This design comes from an exercise in tuning for small area, a short achievable clock period and few clock cycles per item on the open sky130 flow, not from production work. RTL that was checked went through simulation tests only; none was proved equivalent to the original. No functional check of the RTL was part of run 7.

==> design.v <==
`timescale 1ns/1ps
module ln_aes128 (
    input  wire         clk,
    input  wire         rst,       
    input  wire         start,     
    input  wire [127:0] key,
    input  wire [127:0] din,
    output wire         ready,
    output reg          done,      
    output wire [127:0] dout
);
    function [7:0] aes_sbox;
        input [7:0] x;
        reg U0, U1, U2, U3, U4, U5, U6, U7, T1, T2, T3, T4, T5, T6, T7, T8, T9, T10, T11, T12, T13, T14, T15, T16, T17, T18, T19, T20, T21, T22, T23, T24, T25, T26, T27, D, M1, M2, M3, M4, M5, M6, M7, M8, M9, M10, M11, M12, M13, M14, M15, M16, M17, M18, M19, M20, M21, M22, M23, M24, M25, M26, M27, M28, M29, M30, M31, M32, M33, M34, M35, M36, M37, M38, M39, M40, M41, M42, M43, M44, M45, M46, M47, M48, M49, M50, M51, M52, M53, M54, M55, M56, M57, M58, M59, M60, M61, M62, M63, L0, L1, L2, L3, L4, L5, L6, L7, L8, L9, L10, L11, L12, L13, L14, L15, L16, L17, L18, L19, L20, L21, L22, L23, L24, L25, L26, L27, L28, L29;
        begin
            U0 = x[7];
            U1 = x[6];
            U2 = x[5];
            U3 = x[4];
            U4 = x[3];
            U5 = x[2];
            U6 = x[1];
            U7 = x[0];
            T1 = U0^U3;
            T2 = U0^U5;
            T3 = U0^U6;
            T4 = U3^U5;
            T5 = U4^U6;
            T6 = T1^T5;
            T7 = U1^U2;
            T8 = U7^T6;
            T9 = U7^T7;
            T10 = T6^T7;
            T11 = U1^U5;
            T12 = U2^U5;
            T13 = T3^T4;
            T14 = T6^T11;
            T15 = T5^T11;
            T16 = T5^T12;
            T17 = T9^T16;
            T18 = U3^U7;
            T19 = T7^T18;
            T20 = T1^T19;
            T21 = U6^U7;
            T22 = T7^T21;
            T23 = T2^T22;
            T24 = T2^T10;
            T25 = T20^T17;
            T26 = T3^T16;
            T27 = T1^T12;
            D = U7;
            M1 = T13&T6;
            M2 = T23&T8;
            M3 = T14^M1;
            M4 = T19&D;
            M5 = M4^M1;
            M6 = T3&T16;
            M7 = T22&T9;
            M8 = T26^M6;
            M9 = T20&T17;
            M10 = M9^M6;
            M11 = T1&T15;
            M12 = T4&T27;
            M13 = M12^M11;
            M14 = T2&T10;
            M15 = M14^M11;
            M16 = M3^M2;
            M17 = M5^T24;
            M18 = M8^M7;
            M19 = M10^M15;
            M20 = M16^M13;
            M21 = M17^M15;
            M22 = M18^M13;
            M23 = M19^T25;
            M24 = M22^M23;
            M25 = M22&M20;
            M26 = M21^M25;
            M27 = M20^M21;
            M28 = M23^M25;
            M29 = M28&M27;
            M30 = M26&M24;
            M31 = M20&M23;
            M32 = M27&M31;
            M33 = M27^M25;
            M34 = M21&M22;
            M35 = M24&M34;
            M36 = M24^M25;
            M37 = M21^M29;
            M38 = M32^M33;
            M39 = M23^M30;
            M40 = M35^M36;
            M41 = M38^M40;
            M42 = M37^M39;
            M43 = M37^M38;
            M44 = M39^M40;
            M45 = M42^M41;
            M46 = M44&T6;
            M47 = M40&T8;
            M48 = M39&D;
            M49 = M43&T16;
            M50 = M38&T9;
            M51 = M37&T17;
            M52 = M42&T15;
            M53 = M45&T27;
            M54 = M41&T10;
            M55 = M44&T13;
            M56 = M40&T23;
            M57 = M39&T19;
            M58 = M43&T3;
            M59 = M38&T22;
            M60 = M37&T20;
            M61 = M42&T1;
            M62 = M45&T4;
            M63 = M41&T2;
            L0 = M61^M62;
            L1 = M50^M56;
            L2 = M46^M48;
            L3 = M47^M55;
            L4 = M54^M58;
            L5 = M49^M61;
            L6 = M62^L5;
            L7 = M46^L3;
            L8 = M51^M59;
            L9 = M52^M53;
            L10 = M53^L4;
            L11 = M60^L2;
            L12 = M48^M51;
            L13 = M50^L0;
            L14 = M52^M61;
            L15 = M55^L1;
            L16 = M56^L0;
            L17 = M57^L1;
            L18 = M58^L8;
            L19 = M63^L4;
            L20 = L0^L1;
            L21 = L1^L7;
            L22 = L3^L12;
            L23 = L18^L2;
            L24 = L15^L9;
            L25 = L6^L10;
            L26 = L7^L9;
            L27 = L8^L10;
            L28 = L11^L14;
            L29 = L11^L17;
            aes_sbox[7] = L6^L24;
            aes_sbox[6] = ~(L16^L26);
            aes_sbox[5] = ~(L19^L28);
            aes_sbox[4] = L6^L21;
            aes_sbox[3] = L20^L22;
            aes_sbox[2] = L25^L29;
            aes_sbox[1] = ~(L13^L27);
            aes_sbox[0] = ~(L6^L23);
        end
    endfunction
    function [7:0] xtime;
        input [7:0] a;
        xtime = {a[6:0], 1'b0} ^ (a[7] ? 8'h1b : 8'h00);
    endfunction
    reg  [127:0] state;    
    reg  [127:0] rkey;     
    reg  [3:0]   rnd;      
    wire         busy = (rnd != 4'd0);
    wire         last = (rnd == 4'd10);
    assign ready = !busy;
    assign dout  = state;
    reg [7:0] rcon;
    always @(*) begin
        case (rnd)
            4'd1:    rcon = 8'h01;
            4'd2:    rcon = 8'h02;
            4'd3:    rcon = 8'h04;
            4'd4:    rcon = 8'h08;
            4'd5:    rcon = 8'h10;
            4'd6:    rcon = 8'h20;
            4'd7:    rcon = 8'h40;
            4'd8:    rcon = 8'h80;
            4'd9:    rcon = 8'h1b;
            4'd10:   rcon = 8'h36;
            default: rcon = 8'h00;
        endcase
    end
    wire [31:0] kw0 = rkey[127:96], kw1 = rkey[95:64], kw2 = rkey[63:32], kw3 = rkey[31:0];
    wire [31:0] kt  = {aes_sbox(kw3[23:16]), aes_sbox(kw3[15:8]),
                       aes_sbox(kw3[7:0]), aes_sbox(kw3[31:24])};
    wire [31:0] kp0 = kw0 ^ {rcon, 24'h0};
    wire [31:0] kp1 = kp0 ^ kw1;
    wire [31:0] kp2 = kp1 ^ kw2;
    wire [31:0] kp3 = kp2 ^ kw3;
    wire [127:0] nk = {kp0 ^ kt, kp1 ^ kt, kp2 ^ kt, kp3 ^ kt};
    wire [127:0] rkey_d = busy ? nk : key;
    wire [127:0] sr;
    genvar gi;
    generate
        for (gi = 0; gi < 16; gi = gi + 1) begin : g_sb
            assign sr[127 - 8*gi -: 8] =
                aes_sbox(state[127 - 8*(((gi/4 + gi%4) % 4)*4 + gi%4) -: 8]);
        end
    endgenerate
    wire [127:0] mix;
    generate
        for (gi = 0; gi < 4; gi = gi + 1) begin : g_mc
            wire [7:0] a0 = sr[127 - 32*gi -: 8],      a1 = sr[127 - 32*gi - 8 -: 8];
            wire [7:0] a2 = sr[127 - 32*gi - 16 -: 8], a3 = sr[127 - 32*gi - 24 -: 8];
            wire [7:0] t  = a0 ^ a1 ^ a2 ^ a3;
            assign mix[127 - 32*gi      -: 8] = t ^ xtime(a0 ^ a1);
            assign mix[127 - 32*gi - 8  -: 8] = t ^ xtime(a1 ^ a2);
            assign mix[127 - 32*gi - 16 -: 8] = t ^ xtime(a2 ^ a3);
            assign mix[127 - 32*gi - 24 -: 8] = t ^ xtime(a3 ^ a0);
        end
    endgenerate
    wire         mix_en  = busy & !last;
    wire [127:0] state_d = ((busy ? sr : din) ^ rkey_d) ^ (mix & {128{mix_en}});
    always @(posedge clk) begin
        state <= state_d;
        rkey  <= rkey_d;
        if (rst) begin
            rnd  <= 4'd0;
            done <= 1'b0;
        end else begin
            done <= last;
            if (last)
                rnd <= 4'd0;
            else if (busy || start)
                rnd <= rnd + 4'd1;
        end
    end
endmodule
==> flow/run.sh <==
#!/bin/bash
# Own layout flow: the standard layout (standard.sh), except that the
# technology mapping step of the standard synthesis runs ABC with the script
# in flow/map.abc instead of ORFS's abc_speed/abc_area script. Everything
# else (Yosys passes, flip-flop mapping, flattening, renaming, floorplan,
# placement, CTS, routing) is the standard flow unchanged.
set -euo pipefail
W=$(pwd)
# ORFS synth.tcl with only the ABC script swapped
sed -e "s#log_cmd abc {\*}\$abc_args#log_cmd abc -script $W/flow/map.abc {*}[lrange \$abc_args 2 end]#" \
    "$FLOW_HOME/scripts/synth.tcl" > "$W/synth_mod.tcl"
grep -q "flow/map.abc" "$W/synth_mod.tcl"
# synth_recipe.tcl with synth.tcl replaced by the copy above
sed -e "s#source \$::env(SCRIPTS_DIR)/synth.tcl#source $W/synth_mod.tcl#" \
    "$W/synth_recipe.tcl" > "$W/own_synth.tcl"
grep -q "synth_mod.tcl" "$W/own_synth.tcl"
# standard.sh with the synthesis script replaced
sed -e "s#SYNTH_SCRIPT=[^ ]*#SYNTH_SCRIPT=$W/own_synth.tcl#" "$W/standard.sh" > "$W/own_standard.sh"
grep -q "own_synth.tcl" "$W/own_standard.sh"
bash "$W/own_standard.sh" finish > "$W/flow_make.log" 2>&1
test -f "$W/out/final.def"
==> flow/map.abc <==
strash; &get -n; &dch -f; &nf -R 1000; &put; topo; stime -c
==> standard.sh <==
#!/bin/bash
# synth_recipe.tcl (not shown) runs the flow's synth.tcl, then flattens the netlist and writes it again
# the make line also repeats each setting of config.mk as NAME=value (left out here)
make -C /OpenROAD-flow-scripts/flow DESIGN_CONFIG=/design/flow/config.mk WORK_HOME=/design/flow/orfs CLKGATE_MAP_FILE= SYNTH_SCRIPT=/design/flow/synth_recipe.tcl "${@:-finish}"
==> config.mk <==
export PLATFORM = sky130hd
export DESIGN_NAME = ln_aes128
export DESIGN_NICKNAME = ln_aes128
export VERILOG_FILES = /design/flow/design.v
export SDC_FILE = /design/flow/constraint.sdc
export NUM_CORES = 4
export LEC_CHECK = 0
export CAP_MARGIN = 20
export CELL_PAD_IN_SITES_DETAIL_PLACEMENT = 1
export CELL_PAD_IN_SITES_GLOBAL_PLACEMENT = 2
export CORE_MARGIN = 2
export CORE_UTILIZATION = 50
export GPL_ROUTABILITY_DRIVEN = 1
export PLACE_DENSITY = 0.6
export SETUP_SLACK_MARGIN = 3.5
export SLEW_MARGIN = 20
==> constraint.sdc <==
create_clock -name core_clock -period 10.0 [get_ports {clk}]
set_input_delay 2.0000 -clock core_clock [delete_from_list [all_inputs] [get_ports {clk}]]
set_output_delay 2.0000 -clock core_clock [all_outputs]
set_load 0.01 [all_outputs]
==> flow_metrics.py, run 1 <==
metrics = {
    "status": {
        "status": "finished clean",
    },
    "logic_synthesis": {
        "yosys_warnings": 1,
        "synth_seq_cells": 269,
        "netlist.top_cell.by_area": "xnor2_1",
        "synth_top_area_share_pct": 40.2,
        "syn-cell-area_um2": 33300,
        "ys_seq_area_share_pct": 16.2,
        "synth_cell_types": 32,
        "synth_area_leaders": "xnor2_1 40%, xor2_1 20%, dfxtp_1 16%",
        "postSynthCellCount": 4154,
        "synth.avg_cell_area_um2": 8.01,
        "synth_fp_nets": 4460,
    },
    "grt": {
        "grt_pass1_vias": 31100,
        "grt_remaining_overflow": 0,
        "antenna_found_initial": 6,
        "grt_max_degree": 80,
        "grt_pass1_wl_um": 192000,
        "grtUsageTotal_pct": 37.1,
    },
    "timing": {
        "fin_tns_setup_ns": 0,
        "worst_pin_slew_ns": 1.16,
        "report.final.slew_viol_count": 0,
        "finClkSkew_ns": 0.0313,
        "post-route-min-period_ns": 6.65,
        "rsz0062_at_grt": "yes",
        "max_clock_freq_mhz": 150,
        "hold_slack_ns": 0.526,
        "relSlewSlack_pct": 21.8,
        "final.setup.worst_slack_ns": 3.35,
        "hold_viol": 0,
        "setup_viol": 0,
        "fin_crit_sh_pct": 66.5,
    },
    "die": {
        "fp.dieW_um": 262,
        "dieArea_um2": 68600,
        "die_y_um": 262,
        "ios": 389,
        "rows": 94,
        "start_util_pct": 50.5,
        "core_um2": 65900,
    },
    "setup_path": {
        "path_max_fanout": 6,
        "cp_common_cell": "xnor2_1",
        "timing.rr.start": "state[57]",
        "cp-end-kind": "flip-flop",
        "r2r_slack_ns": 3.35,
        "setup.worst_path.start_class": "flip-flop",
        "r2r_cells": 21,
        "r2r_end": "state[45]",
        "worstSetupPathType": "flip-flop to flip-flop",
        "crit_arrival_ns": 7.08,
        "critPathMaxStageDelay_ns": 0.62,
        "slowest_stage": "xnor2_1",
        "path_cells": "xor2_2 > xor2_2 > xnor2_1 > clkinv_1 > ha_1 > xnor2_2 > xnor2_1 > xnor2_2 > o21ai_0 > xor2_2 > nor2_1 > a21oi_1 > nand2_1 > xnor2_1 > xor2_1 > xnor2_1 > xor2_1 > xor2_2 > xnor2_1 > nor2_1 > xor2_1",
        "cp.required_ns": 10.44,
    },
    "routing": {
        "drt_iter0_markers": 2140,
        "antenna_left": 0,
        "route.detailed.drc": 0,
        "first_pass_iters": 5,
        "drt-vias-per-instance": 5.59,
        "finalWirelength_um": 141000,
        "vias": 30900,
        "detail_route.wl_per_cell_um": 25.5,
    },
    "clock_tree": {
        "clkSinkCount": 269,
        "cts_buffers": 35,
        "path_clk_slew_ns": 0.07,
        "htree_levels": 2,
        "clock-root-buffer": "clkbuf_16",
        "cts_max_path_buffers": 3,
        "clock_latency_ns": 0.59,
        "postCtsHoldBufs": 0,
        "cts_tree": "done",
    },
    "cells_and_area": {
        "layout_common_cells": "1339 x xnor2_1, 666 x xor2_1, 464 x nor2_1",
        "final_layout_size_suffix_gt1_share_pct": 8.95,
        "fin_nets": 4937,
        "final_common_cell": "xnor2_1",
        "fin_cells": 5526,
        "fin_area_um2": 42400,
        "synthToLayoutAreaGrowth_pct": 27.5,
        "post-route-util_pct": 64.4,
    },
    "hold_path": {
        "hold_end": "rnd[1]",
        "whs_path_depth": 2,
        "hold_class": "flip-flop to flip-flop",
        "hp-start": "rnd[1]",
    },
    "placed_design": {
        "portBuffers": 388,
        "placed_area_um2": 38400,
        "dp.cells": 5425,
        "post-place-ws_ns": 2.29,
        "place_congestion": 0.990,
        "hpwl_um": 107000,
    },
    "job": {
        "cap_violations": 0,
    },
}
-- state kept, by name, summed over array words and instances, names as in the netlist --
register	flops
rcon	8
rnd	4
done	1
rkey	128
state	128
-- area by class of cell --
cell class | count | area (um^2)
Multi-Input combinational cell | 3833 | 30200
Fill cell | 7754 | 23500
Sequential cell | 269 | 5390
Timing Repair Buffer | 440 | 4270
Tap cell | 864 | 1080
Clock buffer | 43 | 966
Clock inverter | 21 | 287
Inverter | 52 | 200
Antenna cell | 4 | 10.0
-- per-layer routing --
metal	vias to the layer above	GRT usage (%)	routed length (um)
li1	14000	-	-
met1	15200	45.4	55700
met2	1213	62.3	66000
met3	379	6.49	9140
met4	2	19.1	9860
met5	-	0	13
-- critical path, delay by kind of cell (launching register included) --
kind / cells / cell delay (ns)
xor gates and xnor gates: 14 / 4.43
DFF: 1 / 0.55
buffers and inverters: 1 / 0.14
adders and majority gates: 1 / 0.25
AOI/OAI and AO/OA: 2 / 0.59
and+or+nand+nor: 3 / 0.56
-- kinds of logic after synthesis --
group | share of synthesized area [%]
XOR/XNOR | 60.0
AND/OR/NAND/NOR | 13.2
AO/OA/AOI/OAI | 6.72
flip-flops | 16.2
buffers and inverters | 0.587
multiplexers | 1.50
adder cells (fa/ha/maj) | 1.77
-- worst max path at each step --
stage           endpoint        from  cells after the start  slack [ns]
6_report       state[45]   state[57]                     21        3.35
5_1_grt        state[33]   state[57]                     22        3.17
4_1_cts        state[20]   state[25]                     21        3.41
3_5_place_dp   state[23]  state[112]                     20        2.29
3_3_place_gp   state[23]  state[112]                     20        2.44
2_1_floorplan      ready      rnd[0]                      4        3.62
-- synth_stat cells --
cell          n
a211oi_1     52
a21boi_0      2
a21o_1        2
a21oi_1     165
a22o_1        4
a22oi_1       4
a31oi_1       5
and2_0       12
and3_1        8
clkinv_1     52
dfxtp_1     269
ha_1         47
mux2i_1      50
nand2_1     426
nand2b_1     76
nand3_1      19
nand3b_1      1
nor2_1      467
nor2b_1      49
nor3_1        2
o211a_1       1
o211ai_1      3
o21a_1        3
o21ai_0     130
o22a_1       11
o22ai_1       6
o2bb2ai_1     1
o31a_1        1
o41ai_1       4
or2_0         2
xnor2_1    1525
xor2_1      755
-- what timing repair did --
item / in CTS / in global routing
buffers inserted: 3 / 30
resized for setup: 113 / 230
endpoints found under the setup margin: 86 / 147
pin swaps: 3 / 18
endpoints found under the hold margin: 0 / 0
Testbench counts, summed over its fixed seeds: cycles 17,600, blocks 1,600.
==> run 2, diff against run 1 <==
--- a/config.mk
+++ b/config.mk
@@ -9,8 +9,8 @@
 export CELL_PAD_IN_SITES_DETAIL_PLACEMENT = 1
 export CELL_PAD_IN_SITES_GLOBAL_PLACEMENT = 2
 export CORE_MARGIN = 2
-export CORE_UTILIZATION = 50
+export CORE_UTILIZATION = 60
 export GPL_ROUTABILITY_DRIVEN = 1
-export PLACE_DENSITY = 0.6
-export SETUP_SLACK_MARGIN = 3.5
+export PLACE_DENSITY = 0.7
+export SETUP_SLACK_MARGIN = 3.0
 export SLEW_MARGIN = 20
==> flow_metrics.py, run 2 <==
metrics = {
    "status": {
        "status": "aborted with a tool error",
        "lastStage": "global placement without I/O",
        "error": "[ERROR GPL-0301] Utilization 103.349 % exceeds 100%.",
    },
    "logic_synthesis": {
        "synth.avg_cell_area_um2": 8.01,
        "yosys_warnings": 1,
        "synth_area_leaders": "xnor2_1 40%, xor2_1 20%, dfxtp_1 16%",
        "synth_common_cells": "1525 x xnor2_1, 755 x xor2_1, 467 x nor2_1, 426 x nand2_1, 269 x dfxtp_1",
        "ys_seq_area_share_pct": 16.2,
        "synth_top_area_share_pct": 40.2,
        "syn-cell-area_um2": 33300,
        "netlist.top_cell.by_area": "xnor2_1",
        "synth_fp_nets": 4460,
        "async_flop_share_pct": 0,
        "postSynthCellCount": 4154,
        "synth_seq_cells": 269,
        "synth_edf_count": 0,
        "ys.flop_type": "dfxtp_1",
        "synth_cell_types": 32,
        "yosysMostFrequentCell": "xnor2_1",
    },
    "die": {
        "fp.dieW_um": 239,
        "rows": 86,
        "start_util_pct": 60.5,
        "die_y_um": 239,
    },
}
==> run 2: cells by family after synthesis <==
kind of cell | synth area share (%)
muxes | 1.50
adders and majority gates | 1.77
xor gates and xnor gates | 60.0
AOI/OAI and AO/OA | 6.72
buffers and inverters | 0.587
DFF | 16.2
and+or+nand+nor | 13.2
==> run 3, diff against run 2 <==
==> flow/map.abc (replaced) <==
strash; &get -n; &dch -f; &nf; &put; topo; stime -c
--- a/config.mk
+++ b/config.mk
@@ -9,8 +9,8 @@
 export CELL_PAD_IN_SITES_DETAIL_PLACEMENT = 1
 export CELL_PAD_IN_SITES_GLOBAL_PLACEMENT = 2
 export CORE_MARGIN = 2
-export CORE_UTILIZATION = 60
+export CORE_UTILIZATION = 50
 export GPL_ROUTABILITY_DRIVEN = 1
-export PLACE_DENSITY = 0.7
+export PLACE_DENSITY = 0.6
 export SETUP_SLACK_MARGIN = 3.0
 export SLEW_MARGIN = 20
==> flow_metrics.py, run 3 <==
metrics = {
    "status": {
        "status": "finished clean",
    },
    "routing": {
        "drt-vias-per-instance": 5.62,
        "drt_iter0_markers": 2243,
        "first_pass_iters": 5,
        "route.detailed.drc": 0,
        "finalWirelength_um": 138000,
        "vias": 30800,
        "antenna_left": 0,
        "detail_route.wl_per_cell_um": 25.1,
    },
    "die": {
        "die_y_um": 270,
        "fp.dieW_um": 270,
        "dieArea_um2": 72700,
        "ios": 389,
        "rows": 97,
        "start_util_pct": 50.4,
        "core_um2": 69900,
    },
    "timing": {
        "post-route-min-period_ns": 6.85,
        "relSlewSlack_pct": 21.0,
        "finClkSkew_ns": 0.0347,
        "rsz0062_at_grt": "no",
        "worst_pin_slew_ns": 1.17,
        "fin_crit_sh_pct": 68.5,
        "hold_viol": 0,
        "hold_slack_ns": 0.521,
        "max_clock_freq_mhz": 146,
        "fin_tns_setup_ns": 0,
        "setup_viol": 0,
        "report.final.slew_viol_count": 0,
    },
    "cells_and_area": {
        "fillers": 8273,
        "final_layout_size_suffix_gt1_share_pct": 2.49,
        "final_common_cell": "xnor2_1",
        "post-route-util_pct": 60.0,
        "layout_common_cells": "1281 x xnor2_1, 632 x xor2_1, 411 x nor2_1",
        "synthToLayoutAreaGrowth_pct": 19.0,
        "fin_nets": 4823,
    },
    "logic_synthesis": {
        "async_flop_share_pct": 0,
        "synth_fp_nets": 4387,
        "yosys_warnings": 1,
        "synth_seq_cells": 269,
        "synth_cell_types": 49,
        "synth_top_area_share_pct": 32.4,
        "syn-cell-area_um2": 35300,
        "yosysMostFrequentCell": "xnor2_1",
        "postSynthCellCount": 4081,
        "synth_area_leaders": "xnor2_1 32%, xor2_1 16%, dfxtp_1 15%",
        "ys_seq_area_share_pct": 15.3,
        "synth.avg_cell_area_um2": 8.64,
        "ys.flop_type": "dfxtp_1",
        "synth_common_cells": "1306 x xnor2_1, 643 x xor2_1, 412 x nor2_1, 309 x nand2_1, 269 x dfxtp_1",
        "netlist.top_cell.by_area": "xnor2_1",
        "synth_edf_count": 0,
    },
    "setup_path": {
        "cp.required_ns": 10.45,
        "setup.worst_path.start_class": "flip-flop",
        "cp-end-kind": "flip-flop",
        "path_max_fanout": 6,
        "crit_arrival_ns": 7.30,
        "worstSetupPathType": "flip-flop to flip-flop",
    },
    "grt": {
        "grtUsageTotal_pct": 36.6,
        "grt_max_degree": 147,
        "grt_pass1_wl_um": 202000,
        "antenna_found_initial": 8,
        "grt_remaining_overflow": 0,
        "grt_pass1_vias": 31700,
    },
    "placed_design": {
        "hpwl_um": 114000,
        "portBuffers": 388,
        "place_congestion": 1.01,
    },
    "clock_tree": {
        "clock_latency_ns": 0.58,
        "postCtsHoldBufs": 0,
        "cts_tree": "done",
        "cts_max_path_buffers": 3,
        "htree_levels": 2,
        "clock-root-buffer": "clkbuf_16",
        "clkSinkCount": 269,
        "cts_buffers": 36,
        "path_clk_slew_ns": 0.06,
    },
    "job": {
        "cap_violations": 0,
    },
    "hold_path": {
        "hold_class": "flip-flop to flip-flop",
    },
}
-- run 3: cell types whose count changed after synthesis, sizes merged, moves of 69 or more --
cell	previous run	this run
a21oi	165	234
xnor3	0	152
xnor2	1525	1306
o21ai	130	211
xor2	755	643
nand2	426	309
-- run 3: logic make-up after synthesis --
logic type               Yosys count  synth area share, %
AO/OA/AOI/OAI                    603                 9.77
adder cells (fa/ha/maj)           47                 1.67
buffers and inverters             29                0.309
flip-flops                       269                 15.3
XOR/XNOR                        2124                 59.7
multiplexers                      57                 1.65
AND/OR/NAND/NOR                  952                 11.7
-- run 3: critical path, stage by stage (launching register included) --
cell	delay, ns
dfxtp_1	0.57
xnor2_1	0.24
xnor2_1	0.48
xnor2_1	0.20
ha_1	0.24
xor2_1	0.19
xnor3_1	0.49
a21oi_1	0.10
o21ai_0	0.54
xor2_1	0.42
xor2_1	0.16
or2_0	0.28
xnor2_1	0.54
xnor2_1	0.28
xnor2_1	0.71
xor2_1	0.21
a21oi_1	0.71
xnor2_1	0.18
xor2_1	0.17
-- run 3: timing repair --
action                                 CTS  global route
setup endpoints to repair                0            68
setup buffers                            0             0
endpoints found under the hold margin    0             0
gates resized for setup                  0            43
-- run 3: per-layer routing --
metal | part of all wire [%] | vias up | global-route usage (%)
met5 | 0.0094 | - | 0
met4 | 5.3 | 2 | 17.0
met3 | 5.9 | 275 | 4.58
met2 | 46 | 1014 | 60.1
met1 | 43 | 15200 | 47.8
li1 | - | 14300 | -
-- run 3: final cells by class --
class	count	area (um^2)	area share, %
timing repair buffer	398	3970	9.47
multi-input combinational	3783	30100	71.7
clock inverter	16	208	0.495
sequential	269	5390	12.8
clock buffer	47	1000	2.39
antenna	3	7.51	0.0179
inverter	29	114	0.271
tap	940	1180	2.80
-- run 3: per-stage QoR --
step | cells | setup slack, ns | area [um^2]
after CTS | 5482 | 3.01 | 41700
after detailed placement | 5419 | 3.09 | 40400
after floorplan | 4081 | 3.60 | 35300
after global routing | 5483 | 2.95 | 41900
after global placement | 5419 | 3.26 | 40400
final | 5485 | 3.15 | 41900
-- run 3: worst paths after layout --
kind,cells past startpoint,slack (ns),endpoint,startpoint
worst max register to register,18,3.15,state[56],rkey[23]
worst min-delay path,2,0.52,rnd[1],rnd[1]
worst max-delay path,18,3.15,state[56],rkey[23]
worst min register to register,2,0.52,rnd[1],rnd[1]
==> run 4, diff against run 3 <==
==> flow/map.abc (replaced) <==
strash; &get -n; &dch -f; &nf -R 1000; &put; topo; stime -c
==> config.mk (replaced) <==
export PLATFORM = sky130hd
export DESIGN_NAME = ln_aes128
export DESIGN_NICKNAME = ln_aes128
export VERILOG_FILES = /design/flow/design.v
export SDC_FILE = /design/flow/constraint.sdc
export NUM_CORES = 4
export LEC_CHECK = 0
export CAP_MARGIN = 20
export CELL_PAD_IN_SITES_DETAIL_PLACEMENT = 0
export CELL_PAD_IN_SITES_GLOBAL_PLACEMENT = 0
export CORE_MARGIN = 2
export CORE_UTILIZATION = 60
export GPL_ROUTABILITY_DRIVEN = 1
export PLACE_DENSITY = 0.75
export SETUP_SLACK_MARGIN = 3.0
export SLEW_MARGIN = 20
==> flow_metrics.py, run 4 <==
metrics = {
    "clock_tree": {
        "postCtsHoldBufs": 0,
        "clock_latency_ns": 0.57,
        "cts_max_path_buffers": 3,
        "clock-root-buffer": "clkbuf_16",
        "cts_tree": "done",
        "clkSinkCount": 269,
        "ctsResizeCount": 2,
        "htree_levels": 2,
        "cts_buffers": 35,
        "post_cts_buffers": 0,
        "path_clk_slew_ns": 0.06,
    },
    "setup_path": {
        "crit_end": "state[119]",
        "setup.worst_path.start_class": "flip-flop",
        "cp.required_ns": 10.40,
        "path_max_fanout": 8,
        "r2r_end": "state[119]",
        "timing.rr.start": "state[87]",
        "crit_start": "state[87]",
        "cp-end-kind": "flip-flop",
        "crit_arrival_ns": 7.15,
        "worstSetupPathType": "flip-flop to flip-flop",
        "r2r_slack_ns": 3.25,
        "r2r_cells": 21,
    },
    "placed_design": {
        "hpwl_um": 92700,
        "dp.cells": 5303,
        "portBuffers": 388,
        "place_congestion": 1.02,
        "post-place-ws_ns": 2.77,
    },
    "logic_synthesis": {
        "netlist.top_cell.by_area": "xnor2_1",
        "postSynthCellCount": 4154,
        "ys.flop_type": "dfxtp_1",
        "yosysMostFrequentCell": "xnor2_1",
        "yosys_warnings": 1,
        "synth_seq_cells": 269,
        "async_flop_share_pct": 0,
        "synth_cell_types": 32,
        "synth_common_cells": "1525 x xnor2_1, 755 x xor2_1, 467 x nor2_1, 426 x nand2_1, 269 x dfxtp_1",
        "synth_edf_count": 0,
        "synth.avg_cell_area_um2": 8.01,
        "synth_area_leaders": "xnor2_1 40%, xor2_1 20%, dfxtp_1 16%",
        "synth_fp_nets": 4460,
        "ys_seq_area_share_pct": 16.2,
        "synth_top_area_share_pct": 40.2,
        "syn-cell-area_um2": 33300,
    },
    "cells_and_area": {
        "fin_nets": 4898,
        "multi_input_area_um2": 28100,
        "synthToLayoutAreaGrowth_pct": 19.8,
        "fin_cells": 5368,
        "final_common_cell": "xnor2_1",
        "final_layout_size_suffix_gt1_share_pct": 2.77,
        "fillers": 4595,
        "layout_common_cells": "1493 x xnor2_1, 735 x xor2_1, 467 x nor2_1",
        "regArea_um2": 5390,
    },
    "timing": {
        "final.setup.worst_slack_ns": 3.25,
        "relSlewSlack_pct": 26.0,
        "max_clock_freq_mhz": 148,
        "fin_crit_sh_pct": 67.5,
        "finClkSkew_ns": 0.0321,
        "setup_viol": 0,
        "fin_tns_setup_ns": 0,
        "report.final.slew_viol_count": 0,
        "rsz0062_at_grt": "yes",
        "worst_pin_slew_ns": 1.10,
        "post-route-min-period_ns": 6.75,
        "hold_viol": 0,
    },
    "hold_path": {
        "hold_class": "flip-flop to flip-flop",
        "hp-start": "rnd[1]",
    },
    "die": {
        "start_util_pct": 60.5,
        "fp.dieW_um": 239,
        "ios": 389,
        "core_um2": 55000,
        "rows": 86,
        "dieArea_um2": 57300,
        "die_y_um": 239,
    },
    "grt": {
        "antenna_found_initial": 7,
        "grt_max_degree": 158,
        "grtUsageTotal_pct": 38.0,
        "grt_pass1_vias": 28100,
        "grt_pass1_wl_um": 166000,
        "grt_remaining_overflow": 0,
    },
    "status": {
        "status": "finished clean",
    },
    "routing": {
        "first_pass_iters": 5,
        "drt_iter0_markers": 2193,
        "antenna_left": 0,
        "detail_route.wl_per_cell_um": 20.9,
        "route.detailed.drc": 0,
        "drt-vias-per-instance": 5.43,
        "finalWirelength_um": 112000,
        "vias": 29200,
    },
    "job": {
        "cap_violations": 0,
    },
}
## run 4: cell types whose count changed in the layout (fill, tap and decap cells not counted), sizes merged, moves of 55 or more
cell	previous run	this run
xnor3	152	0
xor2	643	755
nor2	412	467
nand2	309	426
a21oi	234	165
xnor2	1306	1525
o21ai	211	130
## run 4: cell families after synthesis
| logic type | after synthesis | synth area share, % |
|---|---|---|
| DFF | 269 | 16.2 |
| adders and majority gates | 47 | 1.77 |
| AOI/OAI and AO/OA | 394 | 6.72 |
| and+or+nand+nor | 1062 | 13.2 |
| xor gates and xnor gates | 2280 | 60.0 |
| buffers and inverters | 52 | 0.587 |
| muxes | 50 | 1.50 |
## run 4: per-stage QoR
| stage | cell area, um^2 | hold WS [ns] | utilization [%] |
|---|---|---|---|
| after floorplan | 33300 | 0.484 | - |
| after global placement | 38200 | 0.506 | 69.5 |
| after detailed placement | 38200 | 0.511 | 69.5 |
| after CTS | 39500 | 0.519 | 71.8 |
| after global routing | 39800 | 0.550 | 72.5 |
| final | 39800 | 0.522 | 72.5 |
## run 4: layout make-up
class	count	area share [%]
multi-input cells	3833	70.5
flip-flops and latches	269	13.5
repair buffers	401	10.0
clock buffers	44	2.44
well taps	748	2.35
clock inverters	17	0.631
inverters	52	0.502
diodes	4	0.0251
## run 4: worst min-delay path by stage
stage | depth (start not counted) | end | slack, ns
6_report | 2 | rnd[1] | 0.52
4_1_cts | 2 | rkey[117] | 0.52
3_3_place_gp | 2 | rkey[117] | 0.51
2_1_floorplan | 2 | rnd[1] | 0.48
3_5_place_dp | 2 | rkey[117] | 0.51
5_1_grt | 2 | rnd[1] | 0.55
## run 4: critical path, stage by stage (launching register included)
cell and delay (ns):
dfxtp_1 0.50, xor2_1 0.35, xnor2_1 0.30, xor2_1 0.25
ha_1 0.28, xor2_1 0.18, xnor2_1 0.14, xnor2_1 0.47
o21ai_0 0.23, xnor2_1 0.35, xnor2_1 0.17, clkinv_1 0.15
xnor2_1 0.20, nor2_1 0.07, xnor2_1 0.44, xnor2_1 0.28
xnor2_1 0.57, xnor2_2 0.28, xor2_1 0.48, nor2_1 0.08
a211oi_1 0.28, xor2_1 0.55
## run 4: metal layers
metal	vias to the layer above	GRT usage, %	wire length, um
met3	236	5.65	9110
met4	0	18.0	6090
met5	-	0	0
met2	1250	62.2	50500
li1	14000	-	-
met1	13600	49.1	46500
==> run 5, diff against run 4 <==
==> flow/run.sh (replaced) <==
#!/bin/bash
# Own layout flow: the standard layout (standard.sh), except that
#  - the technology mapping step of the standard synthesis runs ABC with the
#    script in flow/map.abc instead of ORFS's abc_speed/abc_area script;
#  - every input and output port still gets its own buffer, but the port
#    buffers are sky130_fd_sc_hd__buf_1 (buffer_ports -buffer_cell).
# Everything else (Yosys passes, flip-flop mapping, flattening, renaming,
# floorplan, placement, CTS, routing) is the standard flow unchanged.
set -euo pipefail
W=$(pwd)
# ORFS synth.tcl with only the ABC script swapped
sed -e "s#log_cmd abc {\*}\$abc_args#log_cmd abc -script $W/flow/map.abc {*}[lrange \$abc_args 2 end]#" \
    "$FLOW_HOME/scripts/synth.tcl" > "$W/synth_mod.tcl"
grep -q "flow/map.abc" "$W/synth_mod.tcl"
# synth_recipe.tcl with synth.tcl replaced by the copy above
sed -e "s#source \$::env(SCRIPTS_DIR)/synth.tcl#source $W/synth_mod.tcl#" \
    "$W/synth_recipe.tcl" > "$W/own_synth.tcl"
grep -q "synth_mod.tcl" "$W/own_synth.tcl"
# standard.sh with the synthesis script replaced
sed -e "s#SYNTH_SCRIPT=[^ ]*#SYNTH_SCRIPT=$W/own_synth.tcl 'BUFFER_PORTS_ARGS=-inputs -outputs -buffer_cell sky130_fd_sc_hd__buf_1'#" \
    "$W/standard.sh" > "$W/own_standard.sh"
grep -q "own_synth.tcl" "$W/own_standard.sh"
grep -q "buffer_cell" "$W/own_standard.sh"
bash "$W/own_standard.sh" finish > "$W/flow_make.log" 2>&1
test -f "$W/out/final.def"
==> flow_metrics.py, run 5 <==
metrics = {
    "status": {
        "status": "finished clean",
    },
    "grt": {
        "grt_pass1_wl_um": 163000,
        "grtUsageTotal_pct": 37.6,
        "grt_pass1_vias": 27900,
        "grt_remaining_overflow": 0,
        "grt_max_degree": 186,
        "antenna_found_initial": 8,
    },
    "routing": {
        "drt_iter0_markers": 2194,
        "vias": 29000,
        "first_pass_iters": 6,
        "detail_route.wl_per_cell_um": 20.6,
        "drt-vias-per-instance": 5.41,
        "drt-met1-wl_um": 46100,
        "routed-wl-met3_um": 8190,
        "dr_wl_met2_um": 49800,
        "route.detailed.drc": 0,
        "top_layer_used": "met4",
        "antenna_left": 0,
        "finalWirelength_um": 111000,
    },
    "placed_design": {
        "place_congestion": 1.02,
        "hpwl_um": 91800,
        "post-place-ws_ns": 2.96,
        "portBuffers": 388,
    },
    "timing": {
        "relSlewSlack_pct": 30.8,
        "fin_tns_setup_ns": 0,
        "rsz0062_at_grt": "yes",
        "post-route-min-period_ns": 6.72,
        "report.final.slew_viol_count": 0,
        "final.setup.worst_slack_ns": 3.28,
        "setup_viol": 0,
        "finClkSkew_ns": 0.0189,
        "max_clock_freq_mhz": 149,
        "worst_pin_slew_ns": 1.03,
        "fin_crit_sh_pct": 67.2,
        "hold_viol": 0,
    },
    "logic_synthesis": {
        "synth.avg_cell_area_um2": 8.01,
        "synth_seq_cells": 269,
        "yosys_warnings": 1,
        "syn-cell-area_um2": 33300,
        "yosysMostFrequentCell": "xnor2_1",
        "netlist.top_cell.by_area": "xnor2_1",
        "ys.flop_type": "dfxtp_1",
        "synth_top_area_share_pct": 40.2,
        "synth_area_leaders": "xnor2_1 40%, xor2_1 20%, dfxtp_1 16%",
        "synth_common_cells": "1525 x xnor2_1, 755 x xor2_1, 467 x nor2_1, 426 x nand2_1, 269 x dfxtp_1",
        "async_flop_share_pct": 0,
        "postSynthCellCount": 4154,
        "synth_cell_types": 32,
        "ys_seq_area_share_pct": 16.2,
        "synth_fp_nets": 4460,
        "synth_edf_count": 0,
    },
    "setup_path": {
        "slowest_stage": "xnor2_1",
        "critPathMaxStageDelay_ns": 0.71,
        "worstSetupPathType": "flip-flop to flip-flop",
        "cp.required_ns": 10.46,
        "cp_top_family": "XOR/XNOR gates",
        "path_max_fanout": 5,
        "crit_arrival_ns": 7.17,
        "setup.worst_path.start_class": "flip-flop",
        "worst-path-buf-inv": 0,
        "cp-end-kind": "flip-flop",
        "cp_common_cell": "xor2_1",
        "path_cells": "xor2_1 > xor2_1 > xor2_1 > ha_1 > xor2_1 > xnor2_1 > xor2_1 > nand3_1 > o21ai_1 > xor2_1 > xnor2_1 > nor2b_1 > xnor2_1 > xnor2_1 > xnor2_1 > xor2_1 > xor2_1 > xor2_1 > nor2_1 > xnor2_1",
    },
    "clock_tree": {
        "clkSinkCount": 269,
        "cts_max_path_buffers": 3,
        "path_clk_slew_ns": 0.06,
        "cts_buffers": 35,
        "clock-root-buffer": "clkbuf_16",
        "cts_tree": "done",
        "htree_levels": 2,
        "clock_latency_ns": 0.57,
        "postCtsHoldBufs": 0,
    },
    "die": {
        "fp.dieW_um": 239,
        "rows": 86,
        "die_y_um": 239,
        "ios": 389,
        "start_util_pct": 60.5,
        "core_um2": 55000,
        "dieArea_um2": 57300,
    },
    "cells_and_area": {
        "final_common_cell": "xnor2_1",
        "final_layout_size_suffix_gt1_share_pct": 2.82,
        "synthToLayoutAreaGrowth_pct": 12.5,
        "fin_nets": 4899,
        "layout_common_cells": "1493 x xnor2_1, 737 x xor2_1, 467 x nor2_1",
        "fillers": 4834,
    },
    "job": {
        "cap_violations": 0,
    },
    "hold_path": {
        "hold_class": "flip-flop to flip-flop",
    },
}
run 5: area by class of cell:
| type | instances | area (um^2) | share of cell area, % |
|---|---|---|---|
| inverter | 52 | 200 | 0.535 |
| multi-input combinational | 3833 | 28100 | 75.1 |
| antenna | 5 | 12.5 | 0.0334 |
| timing repair buffer | 402 | 1570 | 4.21 |
| clock inverter | 17 | 208 | 0.555 |
| tap | 748 | 936 | 2.50 |
| sequential | 269 | 5390 | 14.4 |
| clock buffer | 45 | 1010 | 2.69 |
run 5: worst min-delay path: stages, from the launching register on:
cell     delay [ns]
dfxtp_1        0.33
nand2_1        0.06
a21oi_1        0.08
run 5: repair_timing:
action | 4_1_cts | 5_1_grt
hold endpoints to repair | 0 | 0
gates cloned | 0 | 0
endpoints found under the setup margin | 3 | 58
buffers inserted | 0 | 0
resized for setup | 4 | 53
pin swaps | 0 | 0
run 5: metrics by stage:
step / hold WS, ns / util [%] / instance area [um^2] / cells
floorplan: 0.484 / - / 33300 / 4154
global placement: 0.514 / 65.1 / 35800 / 5304
detailed placement: 0.523 / 65.1 / 35800 / 5304
CTS: 0.534 / 67.4 / 37000 / 5366
global route: 0.585 / 68.0 / 37400 / 5369
finish: 0.531 / 68.0 / 37400 / 5371
run 5: kinds of logic after synthesis:
| group | Yosys count | share of synthesized area [%] |
|---|---|---|
| muxes | 50 | 1.50 |
| and+or+nand+nor | 1062 | 13.2 |
| buffers and inverters | 52 | 0.587 |
| xor gates and xnor gates | 2280 | 60.0 |
| adders and majority gates | 47 | 1.77 |
| DFF | 269 | 16.2 |
| AOI/OAI and AO/OA | 394 | 6.72 |
run 5: worst paths after layout:
kind / start / depth (start not counted) / end / slack, ns
min: rkey[117] / 2 / rkey[117] / 0.53
min reg2reg: rkey[117] / 2 / rkey[117] / 0.53
max reg2reg: state[111] / 20 / state[32] / 3.28
max: state[111] / 20 / state[32] / 3.28
run 5: metal layers:
layer | global-route usage, % | vias to the layer above
met5 | 0 | -
met4 | 20.5 | 0
met3 | 4.79 | 249
met2 | 61.3 | 1173
met1 | 48.1 | 13600
li1 | - | 14000
==> run 6, diff against run 5 <==
--- a/config.mk
+++ b/config.mk
@@ -10,6 +10,7 @@
 export CELL_PAD_IN_SITES_GLOBAL_PLACEMENT = 0
 export CORE_MARGIN = 2
 export CORE_UTILIZATION = 60
+export CTS_BUF_LIST = sky130_fd_sc_hd__clkbuf_4 sky130_fd_sc_hd__clkbuf_8
 export GPL_ROUTABILITY_DRIVEN = 1
 export PLACE_DENSITY = 0.75
 export SETUP_SLACK_MARGIN = 3.0
==> flow_metrics.py, run 6 <==
metrics = {
    "clock_tree": {
        "clock-root-buffer": "clkbuf_8",
        "clock_latency_ns": 0.68,
        "cts_max_path_buffers": 3,
        "postCtsHoldBufs": 0,
        "post_cts_buffers": 0,
        "cts_tree": "done",
        "cts_buffers": 52,
        "clkSinkCount": 269,
        "path_clk_slew_ns": 0.06,
        "htree_levels": 2,
    },
    "logic_synthesis": {
        "netlist.top_cell.by_area": "xnor2_1",
        "postSynthCellCount": 4154,
        "synth_area_leaders": "xnor2_1 40%, xor2_1 20%, dfxtp_1 16%",
        "async_flop_share_pct": 0,
        "synth_fp_nets": 4460,
        "yosys_warnings": 1,
        "synth_common_cells": "1525 x xnor2_1, 755 x xor2_1, 467 x nor2_1, 426 x nand2_1, 269 x dfxtp_1",
        "synth.avg_cell_area_um2": 8.01,
        "synth_cell_types": 32,
        "synth_top_area_share_pct": 40.2,
        "yosysMostFrequentCell": "xnor2_1",
        "synth_edf_count": 0,
        "syn-cell-area_um2": 33300,
        "synth_seq_cells": 269,
        "ys.flop_type": "dfxtp_1",
        "ys_seq_area_share_pct": 16.2,
    },
    "routing": {
        "vias": 29100,
        "finalWirelength_um": 110000,
        "detail_route.wl_per_cell_um": 20.4,
        "drt_iter0_markers": 2272,
        "antenna_left": 0,
        "drt-vias-per-instance": 5.38,
        "first_pass_iters": 8,
        "route.detailed.drc": 0,
    },
    "timing": {
        "relSlewSlack_pct": 25.1,
        "finClkSkew_ns": 0.0358,
        "report.final.slew_viol_count": 0,
        "worst_pin_slew_ns": 1.11,
        "fin_crit_sh_pct": 67.0,
        "rsz0062_at_grt": "yes",
        "max_clock_freq_mhz": 149,
        "fin_tns_setup_ns": 0,
        "hold_viol": 0,
        "post-route-min-period_ns": 6.70,
        "setup_viol": 0,
    },
    "placed_design": {
        "placed_area_um2": 35800,
        "hpwl_um": 91800,
        "place_congestion": 1.02,
        "portBuffers": 388,
    },
    "cells_and_area": {
        "final_common_cell": "xnor2_1",
        "final_layout_size_suffix_gt1_share_pct": 3.42,
        "synthToLayoutAreaGrowth_pct": 12.2,
        "fin_area_um2": 37300,
        "layout_common_cells": "1500 x xnor2_1, 737 x xor2_1, 467 x nor2_1",
        "fillers": 4862,
        "fin_nets": 4916,
    },
    "grt": {
        "grt_pass1_vias": 27800,
        "grtUsageTotal_pct": 37.4,
        "grt_remaining_overflow": 0,
        "grt_pass1_wl_um": 163000,
        "antenna_found_initial": 4,
        "grt_max_degree": 186,
    },
    "die": {
        "rows": 86,
        "ios": 389,
        "die_y_um": 239,
        "fp.dieW_um": 239,
        "core_um2": 55000,
        "dieArea_um2": 57300,
        "start_util_pct": 60.5,
    },
    "hold_path": {
        "hold_class": "flip-flop to flip-flop",
    },
    "job": {
        "cap_violations": 0,
    },
    "setup_path": {
        "setup.worst_path.start_class": "flip-flop",
        "path_max_fanout": 5,
        "crit_arrival_ns": 7.21,
        "cp.required_ns": 10.51,
        "worstSetupPathType": "flip-flop to flip-flop",
        "cp-end-kind": "flip-flop",
    },
    "status": {
        "status": "finished clean",
    },
}
## run 6: changes by cell type in the layout (fill, tap and decap cells not counted), moves of 3 or more
cell       before   now
xnor2_2        32    25
clkbuf_16      37     0
xnor2_1      1493  1500
clkinv_4        3     0
clkbuf_4        0    14
clkbuf_8        5    71
bufinv_16       4     1
clkbuf_1        3     0
## run 6: final timing paths
kind	depth (start not counted)	to	from	slack, ns
setup / recovery	20	state[41]	state[111]	3.30
hold / removal	2	rkey[117]	rkey[117]	0.53
setup reg to reg	20	state[41]	state[111]	3.30
hold reg to reg	2	rkey[117]	rkey[117]	0.53
## run 6: final cells by class
| cell class | count | area [um^2] | share of cell area [%] |
|---|---|---|---|
| Multi-Input combinational cell | 3833 | 28000 | 75.1 |
| Sequential cell | 269 | 5390 | 14.4 |
| Timing Repair Buffer | 402 | 1570 | 4.22 |
| Clock buffer | 85 | 1080 | 2.90 |
| Tap cell | 748 | 936 | 2.51 |
| Inverter | 52 | 200 | 0.537 |
| Clock inverter | 10 | 87.6 | 0.235 |
| Antenna cell | 4 | 10.0 | 0.0268 |
## run 6: per-stage QoR
stage	cells	worst slack (ns)	hold WS, ns	util, %
6_report	5403	3.30	0.535	67.9
5_1_grt	5400	2.91	0.586	67.8
4_1_cts	5399	3.05	0.533	67.3
3_5_place_dp	5304	2.96	0.523	65.1
3_3_place_gp	5304	2.94	0.514	65.1
2_1_floorplan	4154	3.62	0.484	-
## run 6: what timing repair did
action / 4_1_cts / 5_1_grt
resized for setup: 4 / 46
endpoints found under the setup margin: 3 / 57
cloned: 0 / 0
## run 6: worst max-delay path, stage by stage (launching register included)
cell,delay (ns)
dfxtp_1,0.54
xor2_1,0.42
xor2_1,0.52
xor2_1,0.29
ha_1,0.29
xor2_1,0.17
xnor2_1,0.24
xor2_1,0.30
a21oi_1,0.09
xnor2_1,0.40
xnor2_1,0.20
xnor2_1,0.18
nor2b_1,0.16
xnor2_1,0.49
xnor2_1,0.16
xnor2_1,0.55
xor2_1,0.31
xor2_1,0.59
xnor2_1,0.15
nor2_1,0.33
xnor2_1,0.18
## run 6: layer usage
metal | GRT usage, % | routed length [um]
met4 | 20.0 | 6610
met1 | 48.0 | 46200
met5 | 0 | 0
met2 | 60.8 | 49400
met3 | 5.13 | 8100
## run 6: cells by family after synthesis
group | synth area share (%)
AOI/OAI and AO/OA | 6.72
xor gates and xnor gates | 60.0
adders and majority gates | 1.77
buffers and inverters | 0.587
DFF | 16.2
muxes | 1.50
and+or+nand+nor | 13.2
==> run 7, diff against run 6 <==
--- a/design.v
+++ b/design.v
@@ -159,27 +159,25 @@
     reg  [127:0] state;    
     reg  [127:0] rkey;     
     reg  [3:0]   rnd;      
-    wire         busy = (rnd != 4'd0);
-    wire         last = (rnd == 4'd10);
+    wire         busy = (rnd != 4'd0) && (rnd != 4'd10);
     assign ready = !busy;
-    assign dout  = state;
     reg [7:0] rcon;
     always @(*) begin
         case (rnd)
-            4'd1:    rcon = 8'h01;
-            4'd2:    rcon = 8'h02;
-            4'd3:    rcon = 8'h04;
-            4'd4:    rcon = 8'h08;
-            4'd5:    rcon = 8'h10;
-            4'd6:    rcon = 8'h20;
-            4'd7:    rcon = 8'h40;
-            4'd8:    rcon = 8'h80;
-            4'd9:    rcon = 8'h1b;
-            4'd10:   rcon = 8'h36;
-            default: rcon = 8'h00;
+            4'd1:    rcon = 8'h02;
+            4'd2:    rcon = 8'h04;
+            4'd3:    rcon = 8'h08;
+            4'd4:    rcon = 8'h10;
+            4'd5:    rcon = 8'h20;
+            4'd6:    rcon = 8'h40;
+            4'd7:    rcon = 8'h80;
+            4'd8:    rcon = 8'h1b;
+            4'd9:    rcon = 8'h36;
+            default: rcon = 8'h01;
         endcase
     end
-    wire [31:0] kw0 = rkey[127:96], kw1 = rkey[95:64], kw2 = rkey[63:32], kw3 = rkey[31:0];
+    wire [127:0] ksrc = busy ? rkey : key;
+    wire [31:0] kw0 = ksrc[127:96], kw1 = ksrc[95:64], kw2 = ksrc[63:32], kw3 = ksrc[31:0];
     wire [31:0] kt  = {aes_sbox(kw3[23:16]), aes_sbox(kw3[15:8]),
                        aes_sbox(kw3[7:0]), aes_sbox(kw3[31:24])};
     wire [31:0] kp0 = kw0 ^ {rcon, 24'h0};
@@ -187,20 +185,12 @@
     wire [31:0] kp2 = kp1 ^ kw2;
     wire [31:0] kp3 = kp2 ^ kw3;
     wire [127:0] nk = {kp0 ^ kt, kp1 ^ kt, kp2 ^ kt, kp3 ^ kt};
-    wire [127:0] rkey_d = busy ? nk : key;
-    wire [127:0] sr;
+    wire [127:0] mix;
     genvar gi;
     generate
-        for (gi = 0; gi < 16; gi = gi + 1) begin : g_sb
-            assign sr[127 - 8*gi -: 8] =
-                aes_sbox(state[127 - 8*(((gi/4 + gi%4) % 4)*4 + gi%4) -: 8]);
-        end
-    endgenerate
-    wire [127:0] mix;
-    generate
         for (gi = 0; gi < 4; gi = gi + 1) begin : g_mc
-            wire [7:0] a0 = sr[127 - 32*gi -: 8],      a1 = sr[127 - 32*gi - 8 -: 8];
-            wire [7:0] a2 = sr[127 - 32*gi - 16 -: 8], a3 = sr[127 - 32*gi - 24 -: 8];
+            wire [7:0] a0 = state[127 - 32*gi -: 8],      a1 = state[127 - 32*gi - 8 -: 8];
+            wire [7:0] a2 = state[127 - 32*gi - 16 -: 8], a3 = state[127 - 32*gi - 24 -: 8];
             wire [7:0] t  = a0 ^ a1 ^ a2 ^ a3;
             assign mix[127 - 32*gi      -: 8] = t ^ xtime(a0 ^ a1);
             assign mix[127 - 32*gi - 8  -: 8] = t ^ xtime(a1 ^ a2);
@@ -208,20 +198,29 @@
             assign mix[127 - 32*gi - 24 -: 8] = t ^ xtime(a3 ^ a0);
         end
     endgenerate
-    wire         mix_en  = busy & !last;
-    wire [127:0] state_d = ((busy ? sr : din) ^ rkey_d) ^ (mix & {128{mix_en}});
+    wire [127:0] x = ((busy ? state : din) ^ ksrc) ^ (mix & {128{busy}});
+    wire [127:0] state_d;
+    generate
+        for (gi = 0; gi < 16; gi = gi + 1) begin : g_sb
+            assign state_d[127 - 8*gi -: 8] =
+                aes_sbox(x[127 - 8*(((gi/4 + gi%4) % 4)*4 + gi%4) -: 8]);
+        end
+    endgenerate
+    assign dout = state ^ rkey;
     always @(posedge clk) begin
         state <= state_d;
-        rkey  <= rkey_d;
+        rkey  <= nk;
         if (rst) begin
             rnd  <= 4'd0;
             done <= 1'b0;
         end else begin
-            done <= last;
-            if (last)
+            done <= (rnd == 4'd9);
+            if (busy)
+                rnd <= rnd + 4'd1;
+            else if (start)
+                rnd <= 4'd1;
+            else
                 rnd <= 4'd0;
-            else if (busy || start)
-                rnd <= rnd + 4'd1;
         end
     end
 endmodule
--- a/config.mk
+++ b/config.mk
@@ -10,7 +10,6 @@
 export CELL_PAD_IN_SITES_GLOBAL_PLACEMENT = 0
 export CORE_MARGIN = 2
 export CORE_UTILIZATION = 60
-export CTS_BUF_LIST = sky130_fd_sc_hd__clkbuf_4 sky130_fd_sc_hd__clkbuf_8
 export GPL_ROUTABILITY_DRIVEN = 1
 export PLACE_DENSITY = 0.75
 export SETUP_SLACK_MARGIN = 3.0
==> flow_metrics.py, run 7 <==
metrics = {
    "timing": {
        "hold_slack_ns": 0.550,
        "fin_crit_sh_pct": 67.4,
        "finClkSkew_ns": 0.0261,
        "hold_viol": 0,
        "relSlewSlack_pct": 44.7,
        "rsz0062_at_grt": "yes",
        "final.setup.worst_slack_ns": 3.26,
        "setup_viol": 0,
        "fin_tns_setup_ns": 0,
        "report.final.slew_viol_count": 0,
        "post-route-min-period_ns": 6.74,
        "worst_pin_slew_ns": 0.824,
        "max_clock_freq_mhz": 148,
    },
    "cells_and_area": {
        "fin_area_um2": 41600,
        "fin_cells": 5252,
        "layout_common_cells": "1258 x xnor2_1, 800 x xor2_1, 388 x buf_1",
        "synthToLayoutAreaGrowth_pct": 22.4,
        "post-route-util_pct": 74.0,
        "final_common_cell": "xnor2_1",
        "final_layout_size_suffix_gt1_share_pct": 12.7,
        "fin_nets": 4771,
    },
    "logic_synthesis": {
        "synth_cell_types": 35,
        "netlist.top_cell.by_area": "xnor2_1",
        "synth_edf_count": 0,
        "synth_seq_cells": 261,
        "ys_seq_area_share_pct": 15.4,
        "synth.avg_cell_area_um2": 8.50,
        "synth_common_cells": "1463 x xnor2_1, 929 x xor2_1, 378 x nor2_1, 318 x nand2_1, 261 x dfxtp_1",
        "yosysMostFrequentCell": "xnor2_1",
        "synth_area_leaders": "xnor2_1 38%, xor2_1 24%, dfxtp_1 15%",
        "ys.flop_type": "dfxtp_1",
        "async_flop_share_pct": 0,
        "syn-cell-area_um2": 34000,
        "postSynthCellCount": 4002,
        "synth_fp_nets": 4307,
        "synth_top_area_share_pct": 37.7,
        "yosys_warnings": 1,
    },
    "setup_path": {
        "cp-end-kind": "flip-flop",
        "crit_arrival_ns": 7.22,
        "timing.rr.start": "rnd[1]",
        "crit_start": "rnd[1]",
        "cp.required_ns": 10.48,
        "worstSetupPathType": "flip-flop to flip-flop",
        "path_max_fanout": 32,
        "r2r_slack_ns": 3.26,
        "setup.worst_path.start_class": "flip-flop",
    },
    "die": {
        "die_y_um": 242,
        "core_um2": 56300,
        "rows": 87,
        "ios": 389,
        "dieArea_um2": 58600,
        "start_util_pct": 60.5,
        "fp.dieW_um": 242,
    },
    "clock_tree": {
        "htree_levels": 2,
        "cts_tree": "done",
        "clock-root-buffer": "clkbuf_16",
        "cts_max_path_buffers": 3,
        "path_clk_slew_ns": 0.06,
        "clock_latency_ns": 0.57,
        "cts_buffers": 35,
        "clkSinkCount": 261,
    },
    "grt": {
        "grt_pass1_wl_um": 166000,
        "grt_remaining_overflow": 0,
        "antenna_found_initial": 7,
        "grtUsageTotal_pct": 37.2,
        "grt_pass1_vias": 27600,
        "grt_max_degree": 69,
    },
    "job": {
        "cap_violations": 0,
    },
    "placed_design": {
        "dp.cells": 5167,
        "portBuffers": 388,
        "hpwl_um": 95600,
        "post-place-ws_ns": 2.21,
        "place_congestion": 1.05,
        "placed_area_um2": 38900,
    },
    "routing": {
        "antenna_left": 0,
        "first_pass_iters": 7,
        "drt_iter0_markers": 2224,
        "detail_route.wl_per_cell_um": 21.7,
        "vias": 28200,
        "route.detailed.drc": 0,
        "finalWirelength_um": 114000,
        "drt-vias-per-instance": 5.37,
    },
    "hold_path": {
        "hold_class": "flip-flop to flip-flop",
        "hp-start": "rnd[3]",
    },
    "status": {
        "status": "finished clean",
    },
}
==> run 7: critical path: stages (launching register included) <==
cell	delay [ns]
dfxtp_2	0.39
clkinv_1	0.15
ha_4	0.20
a21oi_2	0.20
a21oi_4	0.06
buf_4	0.15
buf_12	0.19
buf_4	0.27
a211oi_1	0.68
xnor2_2	0.27
xnor2_1	0.42
xor2_2	0.30
xor2_1	0.22
ha_1	0.27
xor2_1	0.15
xnor2_1	0.14
xnor2_1	0.43
nand2_1	0.13
o22a_1	0.27
xnor2_1	0.36
xnor2_1	0.20
nor2_1	0.11
xnor2_2	0.42
xor2_2	0.28
xnor2_1	0.17
xnor2_1	0.16
==> run 7: repair_timing <==
action	in CTS	in global routing
setup endpoints to repair	69	154
hold buffers	0	0
resized for setup	33	162
setup buffers	2	15
pin swaps	1	19
gates cloned	0	1
==> run 7: cell type report <==
cell class	instances	area, um^2
antenna	7	17.5
clock buffer	39	942
clock inverter	21	293
fill	4358	14600
inverter	51	206
multi-input combinational	3690	32200
sequential	261	5230
tap	756	946
timing repair buffer	427	1840
==> run 7: final timing paths <==
check	depth (start not counted)	endpoint
max reg2reg	25	state[10]
max	25	state[10]
min	2	done
min reg2reg	2	done
==> run 7: cells by family (layout without fill, tap and decap cells) <==
logic type,after synthesis,count (layout),synth area share [%]
simple gates,815,815,9.85
xor+xnor,2392,2392,61.6
buf+inv,51,538,0.563
fa+ha+maj,46,46,1.69
flops,261,261,15.4
other cells,0,7,0
mux,261,261,7.68
compound gates,176,176,3.29
==> run 7: layer usage <==
metal	global-route usage (%)	vias to the layer above	share of wire, %
met1	48.5	13300	42
met5	0	-	0
met4	17.8	0	5.5
li1	-	13500	-
met2	60.5	1089	46
met3	5.45	241	7.1

-- re-timing with driven ports --
The results above use ideal ports. As a check the final layouts listed here were re-extracted and re-timed, cells and wires unchanged. Step 1 assumes that a clkbuf_16 drives the clock port and a buf_2 every other input. Step 2, shift: input delay + t, output delay - t, t = (earliest + latest rising clock arrival at the registers) / 2. This alone moves slack from input paths to output paths. Slacks: no drivers / after step 1 / after step 2; pairs: no drivers / after step 1.
run	t (ns)	setup WS [ns]	clock arrival spread, ns	worst data-port slew with drivers (ns)	cell pins on the clock port's net
run 1	0.637	3.351 / 3.351 / 3.351	0.032 / 0.032	0.08	1
run 3	0.629	3.153 / 3.153 / 3.153	0.036 / 0.036	0.06	1
run 4	0.619	3.248 / 3.248 / 3.248	0.032 / 0.033	0.10	1
run 5	0.619	3.284 / 3.284 / 3.284	0.023 / 0.023	0.12	1
run 6	0.719	3.297 / 3.297 / 3.297	0.038 / 0.038	0.12	1
run 7	0.617	3.260 / 3.260 / 2.769	0.027 / 0.026	0.09	1
After both steps every run listed still meets setup and hold. The setup slack of run 7, which loses most, moves by 0.000 ns with the drivers and by -0.491 ns with both steps.
